Context: an optimization exercise on an open-source flow, tuned for small area, a short achievable clock period and few clock cycles. The choices shown serve that exercise and are no tape-out recipe. In this exercise RTL edits were held to simulation tests only and were not proved equivalent to the original.

## flow/design.v (module list and top-level ports; edited modules follow where they fit)
// module ce_update: 2227 lines
// module csa_fa: 4 lines
// module csa_ha: 4 lines
module ce_update (
    input  wire         clk,
    input  wire         rst,
    input  wire         start,
    output reg          done,
    input  wire [1:0]   law,
    input  wire [1:0]   nbq,
    input  wire [15:0]  e,
    input  wire [255:0] s_in,
    input  wire [16:0]  umod,
    input  wire [15:0]  tco,
    input  wire [7:0]   tref,
    input  wire [7:0]   t,
    input  wire [7:0]   damp,
    input  wire         dith_en,
    input  wire         wd,
    input  wire         ho,
    input  wire [17:0]  ff,
    input  wire [17:0]  lr,
    input  wire [639:0] coef,
    input  wire [15:0]  kph,
    input  wire [15:0]  gout,
    input  wire [31:0]  rgout,
    input  wire [15:0]  kb,
    input  wire [16:0]  win,
    output wire [255:0] s_out,
    output reg  [31:0]  w,
    output reg  [16:0]  ul,
    output reg  [16:0]  ucmd,
    output reg  [7:0]   dh
);
  // ...
==> flow/flow/run.sh <==
#!/bin/bash
# The standard flow (standard.sh: unchanged synthesis, floorplan, placement,
# CTS, routing), run in two parts:
#  - up to CTS with a larger setup-repair target (SETUP_SLACK_MARGIN), so that
#    repair_timing keeps improving the paths that set the achieved period;
#  - global/detailed routing and finish with the default repair settings.
# Port buffers use the smallest buffer cell.  The SDC is not changed.
set -eo pipefail
export BUFFER_PORTS_ARGS="-buffer_cell sky130_fd_sc_hd__buf_1"
SETUP_SLACK_MARGIN=11 bash standard.sh cts > standard_to_cts.log 2>&1
bash standard.sh > standard_finish.log 2>&1
==> flow/standard.sh <==
#!/bin/bash
# synth_recipe.tcl (not shown) runs the flow's synth.tcl, then flattens the netlist and writes it again
# the make line also repeats each setting of config.mk as NAME=value (left out here)
make -C /OpenROAD-flow-scripts/flow DESIGN_CONFIG=/design/flow/config.mk WORK_HOME=/design/flow/orfs CLKGATE_MAP_FILE= SYNTH_SCRIPT=/design/flow/synth_recipe.tcl "${@:-finish}"
==> flow/config.mk <==
export PLATFORM = sky130hd
export DESIGN_NAME = ce_update
export DESIGN_NICKNAME = ce_update
export VERILOG_FILES = /design/flow/design.v
export SDC_FILE = /design/flow/constraint.sdc
export NUM_CORES = 8
export LEC_CHECK = 0
export ABC_AREA = 1
export CAP_MARGIN = 20
export CORE_MARGIN = 2
export CORE_UTILIZATION = 35
export PLACE_DENSITY = 0.7
export SLEW_MARGIN = 20
export SYNTH_HIERARCHICAL = 1
==> flow/constraint.sdc <==
create_clock -name core_clock -period 18.0 [get_ports {clk}]
set_input_delay 3.6000 -clock core_clock [delete_from_list [all_inputs] [get_ports {clk}]]
set_output_delay 3.6000 -clock core_clock [all_outputs]
set_load 0.01 [all_outputs]
==> metrics.csv, run 1 <==
stage,metric,value,unit
logic_synthesis,syn-instance-count,10520,
cells_and_area,largest_class,multi-input gates,
sta,max_freq,134,MHz
worst_hold_path,worstHoldPathType,reg -> reg,
logic_synthesis,yosys.area.top_type_share,15.5,%
cts,cts_tree,built,
worst_setup_path,crit_fanout,60,
flow_run,maxCapViolCount,0,
cells_and_area,final_common_cell,nand2_1,
logic_synthesis,ys.flop_type,dfxtp_1,
global_route,grt_pass1_wl,741000,um
placed_design,placed_cell_area,0.0867,mm2
routing,drtAntennaViolNets,0,
sta,maxSlewHeadroom,11.6,%
logic_synthesis,ys_top_cells_by_count,"nand2_1 (2256), inv_1 (1302), o22ai_1 (723), xor2_1 (718), o21ai_0 (690)",
floorplanning,die_x,477,um
routing,top_layer_used,met5,
logic_synthesis,synthTopCellsByArea,"fa_1 (16%), edfxtp_1 (12%), nand2_1 (11%), dfxtp_1 (10%), xor2_1 (8.0%)",
worst_setup_path,crit_start,psel_r[2]$_DFF_P_,
sta,rsz0062_at_grt,false,
cts,cts_hold_buf,0,
global_route,grt_util_met2,67.6,%
cts,clkLatencyLatePin,0.77,ns
cells_and_area,largest_reg_flops,256,
worst_hold_path,whs_endpoint,s_r[7][19]$_SDFFE_PP0P_,
worst_setup_path,cp-endpoint,opa2[30]$_DFF_P_,
global_route,antenna_found_initial,191,
placed_design,place_inst,14476,
cells_and_area,multi_input_area_share,58.9,%
outcome,outcome,"complete, no violations",
worst_setup_path,worstRegToRegCells,23,
logic_synthesis,synth-simple-area-share,18.0,%
logic_synthesis,yosysTopAreaCell,fa_1,
Testbench counts, summed over its fixed seeds: cycles 29,468.
==> run 2: changes to the inputs <==
--- a/flow/design.v
+++ b/flow/design.v
@@ -32,22 +32,22 @@
     localparam [2:0] ST_IDLE = 3'd0,
                      ST_CORE = 3'd1,    
                      ST_BQ   = 3'd2,    
                      ST_T1   = 3'd3,    
                      ST_T1R  = 3'd4,    
                      ST_DU   = 3'd5,    
                      ST_T2   = 3'd6,    
                      ST_T3   = 3'd7;    
-    localparam [2:0] P_ACC = 3'd0, P_RND = 3'd1, P_R23 = 3'd2, P_R22 = 3'd3,
+    localparam [2:0] P_ACC = 3'd0, P_RND = 3'd1, P_R23 = 3'd2, P_R31 = 3'd3,
                      P_ZERO = 3'd4, P_BASE = 3'd5;
     localparam [2:0] A_COEF = 3'd0, A_WBYP = 3'd1, A_WREG = 3'd2, A_R28 = 3'd3,
                      A_KPH = 3'd4, A_RGOUT = 3'd5, A_DW = 3'd6;
     localparam [3:0] B_X = 4'd0, B_S = 4'd1, B_V = 4'd2, B_Y = 4'd3, B_WREG = 4'd4,
-                     B_DU = 4'd5, B_GOUT = 4'd6, B_E = 4'd7, B_KB = 4'd8;
+                     B_DU = 4'd5, B_GOUT = 4'd6, B_KB = 4'd7;
     reg  [2:0]  st;
     reg  [2:0]  k;
     reg  [1:0]  sec;
     reg  [1:0]  law_r, nbq_r;
     reg  [32:0] opa, opa2;
     reg  [16:0] b_one, b_two, b_neg;
     reg         b_one17;
     reg  [66:0] acc;
@@ -71,17 +71,17 @@
     reg  [66:0] pre;
     wire [66:0] mac_s, mac_c;
     wire [66:0] mac = mac_s + mac_c;
     always @(*) begin
         case (psel_r)
             P_ACC:   pre = acc;
             P_RND:   pre = 67'd1 << 27;
             P_R23:   pre = 67'd1 << 23;
-            P_R22:   pre = 67'd1 << 22;
+            P_R31:   pre = 67'd1 << 31;
             P_BASE:  pre = {{20{v_r[31]}}, v_r, 15'd0};    
             default: pre = 67'd0;
         endcase
     end
     wire m_1 = (b_one[0] & opa[0]) ^ b_neg[0];
     wire m_2 = ((b_one[0] & opa[1]) | (b_two[0] & opa[0])) ^ b_neg[0];
     wire m_3 = ((b_one[0] & opa[2]) | (b_two[0] & opa[1])) ^ b_neg[0];
     wire m_4 = ((b_one[0] & opa[3]) | (b_two[0] & opa[2])) ^ b_neg[0];
@@ -1952,65 +1952,60 @@
     always @(posedge clk)
         sadd_r <= sw[{sec, k[1]}];
     wire [32:0] ysum_w = {r28[31], r28} + {sadd_r[31], sadd_r};
     wire [31:0] ysum = (ysum_w[32] != ysum_w[31]) ? (ysum_w[32] ? 32'h80000000 : 32'h7fffffff)
                                                   : ysum_w[31:0];
     reg  signed [19:0] k_r;               
     reg  [16:0] lo_r, hi_r;
     wire signed [24:0] uu = $signed(acc[47:24]) + k_r;
-    wire signed [25:0] d1 = $signed({9'd0, lo_r}) - uu;
-    wire signed [25:0] d2 = $signed({9'd0, hi_r}) - uu;
-    wire        below = ~d1[25];            
-    wire        above = d2[25];             
+    wire        below = uu < $signed({8'd0, lo_r});
+    wire        above = uu > $signed({8'd0, hi_r});
+    wire [16:0] lim = below ? lo_r : hi_r;
+    wire signed [24:0] dlim = $signed({8'd0, lim}) - uu;
     wire [16:0] ul_n = below ? lo_r : above ? hi_r : uu[16:0];
-    wire [24:0] du = below ? d1[24:0] : above ? d2[24:0] : 25'd0;
-    reg  signed [8:0] dmp_r;              
-    always @(posedge clk)
-        dmp_r <= wd ? $signed({1'b0, damp}) : -$signed({1'b0, damp});
-    wire signed [18:0] ud = $signed({2'b00, ul_n}) + dmp_r;
+    wire [24:0] du = (below | above) ? dlim : 25'd0;
+    wire signed [18:0] ud = $signed({2'b00, ul_n}) + (wd ? $signed({11'd0, damp}) : -$signed({11'd0, damp}));
     wire [16:0] ucmd_n = !dith_en ? ul_n : ud[18] ? 17'd0 : ud[17] ? 17'h1ffff : ud[16:0];
-    wire signed [9:0] dq = acc[32:23];
+    wire signed [9:0] dq = acc[41:32];
     wire [7:0] dh_n = !ho ? 8'd0 : (dq > 10'sd102) ? 8'd102 : (dq < -10'sd102) ? 8'h9a : dq[7:0];
     wire        h_sat = ~(&acc[66:46] | ~|acc[66:46]);
     wire [31:0] hist = h_sat ? (acc[66] ? 32'h80000000 : 32'h7fffffff) : acc[46:15];
     wire [2:0]  hword = (law_r == 2'd0) ? 3'd2 : law2 ? {nbq_r, 1'b0} : 3'd3;
     generate
         for (gi = 0; gi < 8; gi = gi + 1) begin : g_sout
             assign s_out[32*gi +: 32] = (hword == gi) ? hist : s_r[gi];
         end
     endgenerate
     wire [9:0]  dt = {{2{t[7]}}, t} - {{2{tref[7]}}, tref};
     reg  [9:0]  dt_r;
-    reg  [15:0] tco_r;
     reg  [2:0]  mcnt;
     reg  [16:0] phi;                  
-    reg  [9:0]  plow;                 
+    reg  [1:0]  plow;                 
     wire [10:0] dtx = {dt_r, 1'b0};
     wire [2:0]  dg = dtx[2*mcnt +: 3];
     wire        d_one = dg[1] ^ dg[0];
     wire        d_two = (dg[2] & ~dg[1] & ~dg[0]) | (~dg[2] & dg[1] & dg[0]);
-    wire [17:0] d_mag = d_two ? {tco_r[15], tco_r, 1'b0} : d_one ? {{2{tco_r[15]}}, tco_r} : 18'd0;
+    wire [17:0] d_mag = d_two ? {tco[15], tco, 1'b0} : d_one ? {{2{tco[15]}}, tco} : 18'd0;
     wire [18:0] d_term = {d_mag[17] ^ dg[2], d_mag ^ {18{dg[2]}}};
     wire [18:0] d_acc = (mcnt == 3'd0) ? 19'd0 : {{2{phi[16]}}, phi};
     wire [18:0] d_um = (mcnt == 3'd4) ? {2'b00, umod} : 19'd0;
     wire [18:0] d_sum = d_acc + d_term + d_um + {18'd0, dg[2]};
-    wire [18:0] mt_raw = {phi, plow[9:8]};
+    wire [18:0] mt_raw = {phi, plow};
     wire [16:0] mt = mt_raw[18] ? 17'd0 : mt_raw[17] ? 17'h1ffff : mt_raw[16:0];
     wire [17:0] mlo = {1'b0, mt} - {1'b0, win};
     wire [17:0] mhi = {1'b0, mt} + {1'b0, win};
     always @(posedge clk) begin
         if (st == ST_IDLE) begin
             dt_r  <= dt;
-            tco_r <= tco;
             mcnt  <= 3'd0;
         end else if (mcnt != 3'd5) begin
             mcnt <= mcnt + 3'd1;
             phi  <= d_sum[18:2];
-            plow <= {d_sum[1:0], plow[9:2]};
+            plow <= d_sum[1:0];
         end
         k_r  <= $signed({3'd0, mt}) + $signed({{2{ff[17]}}, ff}) + $signed({{2{lr[17]}}, lr});
         lo_r <= mlo[17] ? 17'd0 : mlo[16:0];
         hi_r <= mhi[17] ? 17'h1ffff : mhi[16:0];
     end
     reg  [2:0]  asel;
     reg  [3:0]  bsel;
     reg  [4:0]  cidx;
@@ -2063,24 +2058,24 @@
             end
             ST_T1: begin
                 if (!law2 && r28_sat) begin
                     asel = A_R28;
                     bsel = B_GOUT;
                     psel = P_R23;
                 end else begin
                     asel = A_KPH;
-                    bsel = B_E;
-                    psel = P_R22;
+                    bsel = B_X;
+                    psel = P_R31;
                 end
             end
             ST_T1R: begin
                 asel = A_KPH;
-                bsel = B_E;
-                psel = P_R22;
+                bsel = B_X;
+                psel = P_R31;
             end
             ST_DU: begin
                 asel = A_RGOUT;
                 bsel = B_DU;
                 psel = P_ZERO;
             end
             ST_T2: begin
                 asel = A_DW;
@@ -2108,18 +2103,17 @@
     always @(*) begin
         case (bsel)
             B_X:     b_n = {x[31], x};
             B_S:     b_n = {sw[k][31], sw[k]};
             B_V:     b_n = {v_sel[31], v_sel};
             B_Y:     b_n = {ysum[31], ysum};
             B_WREG:  b_n = {w[31], w};
             B_DU:    b_n = {{8{du[24]}}, du};
-            B_GOUT:  b_n = {17'd0, gout};
-            default: b_n = {{17{e[15]}}, e};
+            default: b_n = {17'd0, gout};
         endcase
     end
     wire [36:0] bx = (bsel == B_KB) ? {2'b00, kb, 2'b00, kb, 1'b0}
                                     : {{3{b_n[32]}}, b_n, 1'b0};
     integer j;
     always @(posedge clk) begin
         psel_r <= psel;
         acc  <= mac;
==> flow/config.mk (replaced) <==
export PLATFORM = sky130hd
export DESIGN_NAME = ce_update
export DESIGN_NICKNAME = ce_update
export VERILOG_FILES = /design/flow/design.v
export SDC_FILE = /design/flow/constraint.sdc
export NUM_CORES = 8
export LEC_CHECK = 0
export ABC_AREA = 1
export CAP_MARGIN = 20
export CORE_MARGIN = 2
export CORE_UTILIZATION = 30
export PLACE_DENSITY = 0.5
export SLEW_MARGIN = 20
export SYNTH_HIERARCHICAL = 1
==> run 2 against run 1 <==
Clock skew increased by 0.015 ns. Core utilization shrank 5.5 points. Die area grew 16%. Non-clock buffer count is 28 higher. Maximum frequency rose by 3.2%. Critical path depth shrank 2. Clock-buffer cell count fell by 2. Setup slack improved by 0.23 ns.
==> metrics.csv, run 2 <==
stage,metric,value,unit,change
outcome,outcome,"complete, no violations",,
logic_synthesis,ys_ff_latch,682,,
worst_setup_path,cp-endpoint,opa[18]$_DFF_P_,,
worst_setup_path,crit_fanout,32,,-47%
routing,dr_total_vias,88793,,
cts,cts_root_buf,clkbuf_16,,
flow_run,maxCapViolCount,0,,unchanged
global_route,grt_pass1_wl,757000,um,+2.1%
routing,routedWlPerCell,37.4,um,
global_route,antenna_found_initial,152,,-20%
cells_and_area,nets,13933,,
worst_setup_path,criticalPathCategory,reg -> reg,,
worst_hold_path,worstHoldPathType,reg -> reg,,
sta,post-route-period-util,40.3,%,
routing,drt-total-wl,577000,um,
worst_setup_path,worstRegToRegCells,21,,-8.7%
sta,fin_setup_tns,0,ns,
cells_and_area,regArea,0.0166,mm2,
floorplanning,pin_count,1443,,
floorplanning,core-area,0.259,mm2,
logic_synthesis,ys.flop_type,dfxtp_1,,
logic_synthesis,synthesis.nets,12779,,
logic_synthesis,yosysWarnings,7,,
logic_synthesis,synth.yosys.seq_area_share,21.2,%,
floorplanning,dieHeight,515,um,
sta,maxSlewHeadroom,9.62,%,-1.9 points
routing,drc,0,,
floorplanning,num_rows,187,,
worst_setup_path,critPathMaxStageDelay,0.90,ns,
logic_synthesis,post-synth-top-count-cell,nand2_1,,
floorplanning,die_area,0.265,mm2,
logic_synthesis,syn_avg_cell_area,7.31,um2,
cts,path_clk_slew,0.06,ns,
routing,dr.pass1.iters,8,,
cts,cts_made_buffers,89,,
worst_setup_path,r2r_setup_slack,10.74,ns,
logic_synthesis,synth_edf_count,294,,
logic_synthesis,syn_area,0.0782,mm2,
placed_design,post-dp-hpwl,478000,um,
sta,finalCriticalPeriod,7.26,ns,
worst_setup_path,reg2reg_to,opa[18]$_DFF_P_,,
worst_setup_path,rr_startpoint,psel_r[2]$_DFF_P_,,
cells_and_area,top_regs,"s_r: 256 flops, acc: 67 flops",,
sta,hold_viol_final,0,,
cts,cts-htree-levels,3,,
cells_and_area,largest_reg_flops,256,,unchanged
worst_setup_path,cp.required,18.72,ns,
cells_and_area,fillCellCount,28720,,
placed_design,place_congestion,1.09,,
floorplanning,initial_core_util,30.2,%,
logic_synthesis,yosysTopAreaCell,fa_1,,
logic_synthesis,synthTopCellsByArea,"fa_1 (16%), nand2_1 (12%), edfxtp_1 (11%), dfxtp_1 (9.9%), xor2_1 (8.3%)",,
global_route,grt_usage,42.1,%,
cells_and_area,layout-drive-gt1-share,6.93,%,
cts,clk_path_buf_depth,3,,
logic_synthesis,syn-instance-count,10706,,+1.8%
logic_synthesis,synth_cell_types,72,,
cells_and_area,final_common_cell,nand2_1,,
sta,drv_slew,0,,
cells_and_area,area_delta_synth_final,17.7,%,
logic_synthesis,ys_top_cells_by_count,"nand2_1 (2437), inv_1 (1298), o21ai_0 (792), xor2_1 (745), o22ai_1 (675)",,
cells_and_area,multi_input_area,0.0547,mm2,
cts,cts_tree,built,,
sta,finClkSkew,0.0873,ns,
floorplanning,die_x,515,um,+7.9%
cts,clock-sinks,682,,
cells_and_area,regMostFlops,s_r,,
worst_setup_path,cp.arrival,7.97,ns,
sta,tightest_slew,1.35,ns,
cells_and_area,layout_common_cells,"nand2_1 (2414), buf_1 (1440), inv_1 (1273)",,
routing,drtAntennaViolNets,0,,unchanged
worst_setup_path,crit_start,psel_r[2]$_DFF_P_,,
logic_synthesis,yosys.area.top_type_share,15.5,%,about the same
worst_setup_path,crit_path_start_kind,register,,
worst_setup_path,cpMostUsedCell,fa_1,,
sta,setup_viol,0,,
cts,clkLatencyLatePin,0.80,ns,+0.03 ns
cts,cts_hold_buf,0,,unchanged
worst_setup_path,cpMaxStageDelayCell,o22ai_1,,
worst_setup_path,worstSetupEndpointType,register,,
routing,drt_iter0_markers,12099,,
logic_synthesis,ys_async_sr_fraction,0,%,
placed_design,io_buffers,1442,,
global_route,grt_max_degree,68,,
routing,vias_per_cell,5.75,,
worst_setup_path,crit_chain,nor3_4 > inv_2 > buf_16 > o22ai_1 > fa_1 > fa_1 > fa_1 > fa_1 > fa_1 > ha_2 > nand2_1 > nor2_1 > inv_1 > nor4_1 > nand3_1 > nand3_1 > nand3_1 > nand2_1 > xor2_4 > nand2_1 > nand4_1,,
global_route,grt_pass1_vias,83592,,
sta,rsz0062_at_grt,false,,
sta,max_freq,138,MHz,+3.2%
global_route,gr-total-overflow,0,,
run 2: per-stage QoR:
stage	std cells	setup WS [ns]	hold WS, ns	utilization (%)	area (um2)
floorplan	10706	11.46	0.455	-	78200
global placement	15093	9.46	0.472	33.6	87100
detailed placement	15094	9.76	0.479	33.6	87100
CTS	15333	10.97	0.488	35.4	91800
global route	15384	10.18	0.505	35.5	92000
finish	15431	10.74	0.489	35.5	92100
run 2: area by class of cell:
| type | instances | share of cell area (%) |
|---|---|---|
| multi-input cells | 7977 | 59.4 |
| clock inverters | 55 | 0.690 |
| repair buffers | 1748 | 8.64 |
| inverters | 1360 | 5.72 |
| diodes | 92 | 0.250 |
| repair inverters | 2 | 0.0136 |
| flip-flops and latches | 682 | 18.1 |
| clock buffers | 113 | 2.64 |
| well taps | 3402 | 4.62 |
run 2: cell families (layout without fill, tap and decap cells):
family	Yosys count	after routing	share of synthesized area (%)
AND/OR/NAND/NOR	3726	3726	19.9
AO/OA/AOI/OAI	2470	2470	18.4
buffers and inverters	2047	3278	10.1
adder cells (fa/ha/maj)	961	961	21.2
XOR/XNOR	820	820	9.18
flip-flops	682	682	21.2
other	0	92	0
run 2: layer usage:
layer  share of wire (%)  up-vias  global-route usage (%)
met5                0.17        -                    1.37
li1                    -    37828                       -
met1                  40    43720                    53.3
met2                  39     5937                    57.7
met4                 8.0       72                    28.2
met3                  13     1236                    17.4
run 2: timing repair:
item	4_1_cts	5_1_grt
setup endpoints to repair	284	0
resized for setup	287	0
buffers inserted	68	0
run 2: worst min-delay path by stage:
stage | start | to | slack [ns] | depth (start not counted)
CTS | s_r[3][1]$_SDFFE_PP0P_ | s_r[3][1]$_SDFFE_PP0P_ | 0.49 | 2
global placement | s_r[3][31]$_SDFFE_PP0P_ | s_r[3][31]$_SDFFE_PP0P_ | 0.47 | 2
finish | s_r[3][1]$_SDFFE_PP0P_ | s_r[3][1]$_SDFFE_PP0P_ | 0.49 | 2
global route | s_r[3][10]$_SDFFE_PP0P_ | s_r[3][10]$_SDFFE_PP0P_ | 0.50 | 2
detailed placement | s_r[3][1]$_SDFFE_PP0P_ | s_r[3][1]$_SDFFE_PP0P_ | 0.48 | 2
floorplan | s_r[3][31]$_SDFFE_PP0P_ | s_r[3][31]$_SDFFE_PP0P_ | 0.46 | 2
run 2: modules after synthesis, one instance, submodules excluded:
module / copies in the design / cells inside / flops+latches / cell area, um2
csa_ha: 47 / 1 / 0 / 12.5
ce_update: 1 / 10097 / 682 / 66400
csa_fa: 562 / 1 / 0 / 20.0
run 2: critical path, delay by kind of cell (launching register included):
kind | cells | cell delay, ns
adders and majority gates | 6 | 3.19
and+or+nand+nor | 10 | 1.91
AOI/OAI and AO/OA | 1 | 0.90
buffers and inverters | 3 | 0.47
DFF | 1 | 0.37
xor gates and xnor gates | 1 | 0.30
Testbench counts of run 2, summed over its fixed seeds: cycles 29,468.
==> run 3: changes to the inputs <==
==> flow/flow/run.sh (replaced) <==
#!/bin/bash
# The standard flow (standard.sh: unchanged synthesis, floorplan, placement,
# CTS, routing) with a larger setup-repair target (SETUP_SLACK_MARGIN), so that
# repair_timing keeps improving the paths that set the achieved period.
# Port buffers use the smallest buffer cell.  The SDC is not changed.
set -eo pipefail
export BUFFER_PORTS_ARGS="-buffer_cell sky130_fd_sc_hd__buf_1"
SETUP_SLACK_MARGIN=11 bash standard.sh > standard.log 2>&1
--- a/flow/config.mk
+++ b/flow/config.mk
@@ -6,7 +6,7 @@
 export NUM_CORES = 8
 export LEC_CHECK = 0
 export ABC_AREA = 1
-export CAP_MARGIN = 20
+export CAP_MARGIN = 35
 export CORE_MARGIN = 2
 export CORE_UTILIZATION = 30
 export PLACE_DENSITY = 0.5
==> run 3 against run 2 <==
Still clean. Routed wire length up 0.93%. Hold slack better by 0.00082 ns. Global-route usage is essentially flat. Clock-buffer cell count grew 7. Non-clock buffer count up 127. Die area unchanged. Maximum frequency rose by 2.9%. Clock skew increased by 0.0052 ns. Cell count increased by 0.88%. Synthesized cell count stayed put. Setup slack improved by 0.20 ns. Via count rose by 1.2%. Highest routed layer unchanged.
==> metrics.csv, run 3 <==
stage,metric,value,unit,change
outcome,outcome,"complete, no violations",,
logic_synthesis,synth_compound_area_share,18.4,%,unchanged
placed_design,io_buffers,1442,,unchanged
routing,dr.pass1.iters,9,,+1
logic_synthesis,ys_ff_latch,682,,unchanged
logic_synthesis,syn_area,0.0782,mm2,unchanged
cells_and_area,nets,14062,,+0.93%
cts,clock-sinks,682,,unchanged
floorplanning,initial_core_util,30.2,%,unchanged
logic_synthesis,synth_fa_ha_area_share,21.2,%,unchanged
worst_setup_path,criticalPathCategory,reg -> out,,
floorplanning,pin_count,1443,,unchanged
logic_synthesis,synth_edf_count,294,,unchanged
logic_synthesis,synth.yosys.seq_area_share,21.2,%,unchanged
cells_and_area,regMostFlops,s_r,,
floorplanning,core-area,0.259,mm2,unchanged
global_route,grt_pass1_vias,83926,,+0.40%
cells_and_area,layout_common_cells,"nand2_1 (2398), buf_1 (1427), inv_1 (1267)",,
floorplanning,die_area,0.265,mm2,unchanged
cells_and_area,largest_reg_flops,256,,unchanged
flow_run,maxCapViolCount,0,,unchanged
cts,cts_tree,built,,
cells_and_area,layout-drive-gt1-share,8.85,%,+1.9 points
sta,finalCriticalPeriod,7.05,ns,-0.203 ns
logic_synthesis,synthTopCellsByArea,"fa_1 (16%), nand2_1 (12%), edfxtp_1 (11%), dfxtp_1 (9.9%), xor2_1 (8.3%)",,
cells_and_area,top_regs,"s_r: 256 flops, acc: 67 flops",,
routing,dr_total_vias,89862,,+1.2%
logic_synthesis,ys_top_cells_by_count,"nand2_1 (2437), inv_1 (1298), o21ai_0 (792), xor2_1 (745), o22ai_1 (675)",,
routing,routedWlPerCell,37.4,um,about the same
logic_synthesis,yosysWarnings,7,,unchanged
global_route,grt_usage,42.2,%,about the same
worst_setup_path,cp.arrival,3.45,ns,-4.52 ns
cells_and_area,fillCellCount,28566,,-0.54%
routing,vias_per_cell,5.77,,+0.32%
logic_synthesis,synth_cell_types,72,,unchanged
sta,max_freq,142,MHz,+2.9%
cells_and_area,final_common_cell,nand2_1,,
worst_setup_path,r2r_setup_slack,11.00,ns,+0.26 ns
logic_synthesis,synth-simple-area-share,19.9,%,unchanged
logic_synthesis,yosysTopAreaCell,fa_1,,
floorplanning,dieHeight,515,um,unchanged
global_route,grt_max_degree,68,,unchanged
logic_synthesis,synth_top_family_by_area,adder cells,,
cts,cts-htree-levels,3,,unchanged
logic_synthesis,synthMuxAreaShare,0,%,unchanged
sta,hold-worst-slack,0.490,ns,+0.000824 ns
cts,path_clk_slew,0.07,ns,about the same
routing,drt_iter0_markers,12344,,+2.0%
cts,clkLatencyLatePin,0.79,ns,about the same
worst_setup_path,critPathMaxStageDelay,0.47,ns,-0.43 ns
worst_hold_path,worstHoldPathType,reg -> reg,,
floorplanning,num_rows,187,,unchanged
global_route,gr-total-overflow,0,,unchanged
sta,finClkSkew,0.0925,ns,+0.00521 ns
worst_setup_path,crit_buf_inv,5,,+2
logic_synthesis,yosys.area.top_type_share,15.5,%,unchanged
cells_and_area,area_delta_synth_final,20.4,%,
sta,drv_slew,0,,unchanged
cts,cts_root_buf,clkbuf_16,,
sta,tightest_slew,1.20,ns,-0.151 ns
global_route,antenna_found_initial,148,,-2.6%
sta,post-route-period-util,39.2,%,-1.1 points
logic_synthesis,synth-xor-area-share,9.18,%,unchanged
floorplanning,die_x,515,um,unchanged
placed_design,place_congestion,1.09,,unchanged
worst_setup_path,crit_path_start_kind,register,,
worst_setup_path,crit_fanout,10,,-69%
logic_synthesis,ys_async_sr_fraction,0,%,unchanged
sta,fin_setup_tns,0,ns,unchanged
logic_synthesis,synthesis.nets,12779,,unchanged
worst_setup_path,cpMaxStageDelayCell,buf_1,,
cts,cts_made_buffers,89,,unchanged
cts,clk_path_buf_depth,3,,unchanged
routing,drc,0,,unchanged
global_route,grt_pass1_wl,757000,um,about the same
cts,cts_hold_buf,0,,unchanged
sta,setup_viol,0,,unchanged
worst_setup_path,critPathTopFamily,buffers and inverters,,
logic_synthesis,syn-instance-count,10706,,unchanged
worst_setup_path,worstSetupEndpointType,output pin,,
sta,maxSlewHeadroom,20.0,%,+10 points
sta,rsz0062_at_grt,true,,
logic_synthesis,post-synth-top-count-cell,nand2_1,,
logic_synthesis,syn_avg_cell_area,7.31,um2,unchanged
worst_setup_path,crit_chain,inv_6 > nand3_1 > or2_1 > o22ai_1 > inv_2 > buf_4 > nand2_4 > o21ai_0 > buf_4 > nand2_1 > o21ai_0 > buf_1,,
logic_synthesis,ys.flop_type,dfxtp_1,,
routing,drt-total-wl,582000,um,+0.93%
routing,drtAntennaViolNets,0,,unchanged
sta,hold_viol_final,0,,unchanged
placed_design,post-dp-hpwl,478000,um,+0.14%
worst_setup_path,cp.required,14.40,ns,-4.32 ns
==> run 3: cell count changes in the layout (fill, tap and decap cells not counted), moves of 14 or more <==
cell	previous run	this run
ha_4	3	17
nand2_1	2414	2398
buf_4	286	322
buf_6	3	46
buf_2	1	25
==> run 3: layout make-up <==
cell class,instances,area [um2],share of cell area [%]
tap,3402,4260,4.52
sequential,682,16700,17.7
inverter,1360,5310,5.64
antenna,101,253,0.268
multi-input combinational,7980,55300,58.7
timing repair buffer,1875,9330,9.90
clock buffer,120,2560,2.72
timing repair inverter,1,7.51,0.00797
clock inverter,46,547,0.580
==> run 3: worst reg2reg max path: stages (launching register included) <==
cell and delay, ns:
dfxtp_1 0.82, inv_1 0.40, o21ai_1 0.58, fa_1 0.56, fa_1 0.58, fa_1 0.45, fa_1 0.51, fa_1 0.58
ha_1 0.50, nand2_1 0.19, nor2_1 0.12, inv_1 0.07, nor2_1 0.12, inv_1 0.08, nor2_1 0.15, nand3_1 0.11
nand2_2 0.14, nand2_1 0.10, nand2_1 0.11, nand2_1 0.05, and2_2 0.23, nand2_1 0.10, nand4_1 0.24
==> run 3: layer usage <==
| metal | GRT usage [%] | vias up | wire length, um |
|---|---|---|---|
| met5 | 0 | - | 696 |
| met4 | 28.2 | 64 | 48600 |
| met3 | 17.5 | 1408 | 75500 |
| met2 | 57.5 | 6152 | 227000 |
| met1 | 53.7 | 44119 | 230000 |
| li1 | - | 38119 | - |
==> run 3: logic make-up (layout without fill, tap and decap cells) <==
family,after synthesis,in the layout
DFF,682,682
and+or+nand+nor,3726,3729
adders and majority gates,961,961
AOI/OAI and AO/OA,2470,2470
other,0,101
buffers and inverters,2047,3402
xor gates and xnor gates,820,820
==> run 3: final timing paths <==
kind	from	to	cells past startpoint
worst min-delay path	s_r[3][26]$_SDFFE_PP0P_	s_r[3][26]$_SDFFE_PP0P_	2
worst max register to register	acc[43]$_DFF_P_	opa[27]$_DFF_P_	22
worst max-delay path	acc[66]$_DFF_P_	s_out[204]	12
worst min register to register	s_r[3][26]$_SDFFE_PP0P_	s_r[3][26]$_SDFFE_PP0P_	2
==> run 3: Yosys stat by module, one instance, submodules excluded <==
module | flip-flops and latches | cells inside
ce_update | 682 | 10097
csa_fa | 0 | 1
csa_ha | 0 | 1
==> run 3: repair_timing <==
action	in CTS	in global routing
gates resized for setup	259	233
cloned	1	10
buffers inserted	65	43
setup endpoints to repair	282	196
pin swaps	15	37
==> run 3: per-stage QoR <==
step                      setup WS [ns]  utilization, %  instance area, um2  std cells
after floorplan                   11.46               -               78200      10706
after global placement             9.46            33.6               87100      15093
after detailed placement           9.80            33.8               87700      15152
after CTS                         10.99            35.5               92200      15384
after global routing              10.89            36.3               94100      15509
final                             10.95            36.3               94200      15567

[what the ideal ports hide]
The flow's constraints put no driver on any port. The routed layouts listed below were extracted and timed again, unchanged, in two steps. Step 1, drivers: a clkbuf_16 drives clk and a buf_2 each remaining input, both assumed. Step 2, shift: input delay + t, output delay - t, t = (earliest + latest rising clock arrival at the registers) / 2. This alone moves slack from input paths to output paths. a / b / c = ideal / step 1 / step 2; a / b = the first two.
| run | t, ns | setup WS [ns] | worst setup path at the end | clock arrival spread, ns |
|---|---|---|---|---|
| run 1 | 0.841 | 10.513 / 10.513 / 10.513 | register to register | 0.072 / 0.072 |
| run 2 | 0.864 | 10.744 / 10.700 / 10.417 | input to register | 0.089 / 0.088 |
| run 3 | 0.851 | 10.946 / 10.841 / 10.404 | input to register | 0.095 / 0.095 |
After both steps setup and hold are still met in every run listed. The setup slack of run 3, which loses most, moves by -0.105 ns with the drivers and by -0.542 ns with both steps.
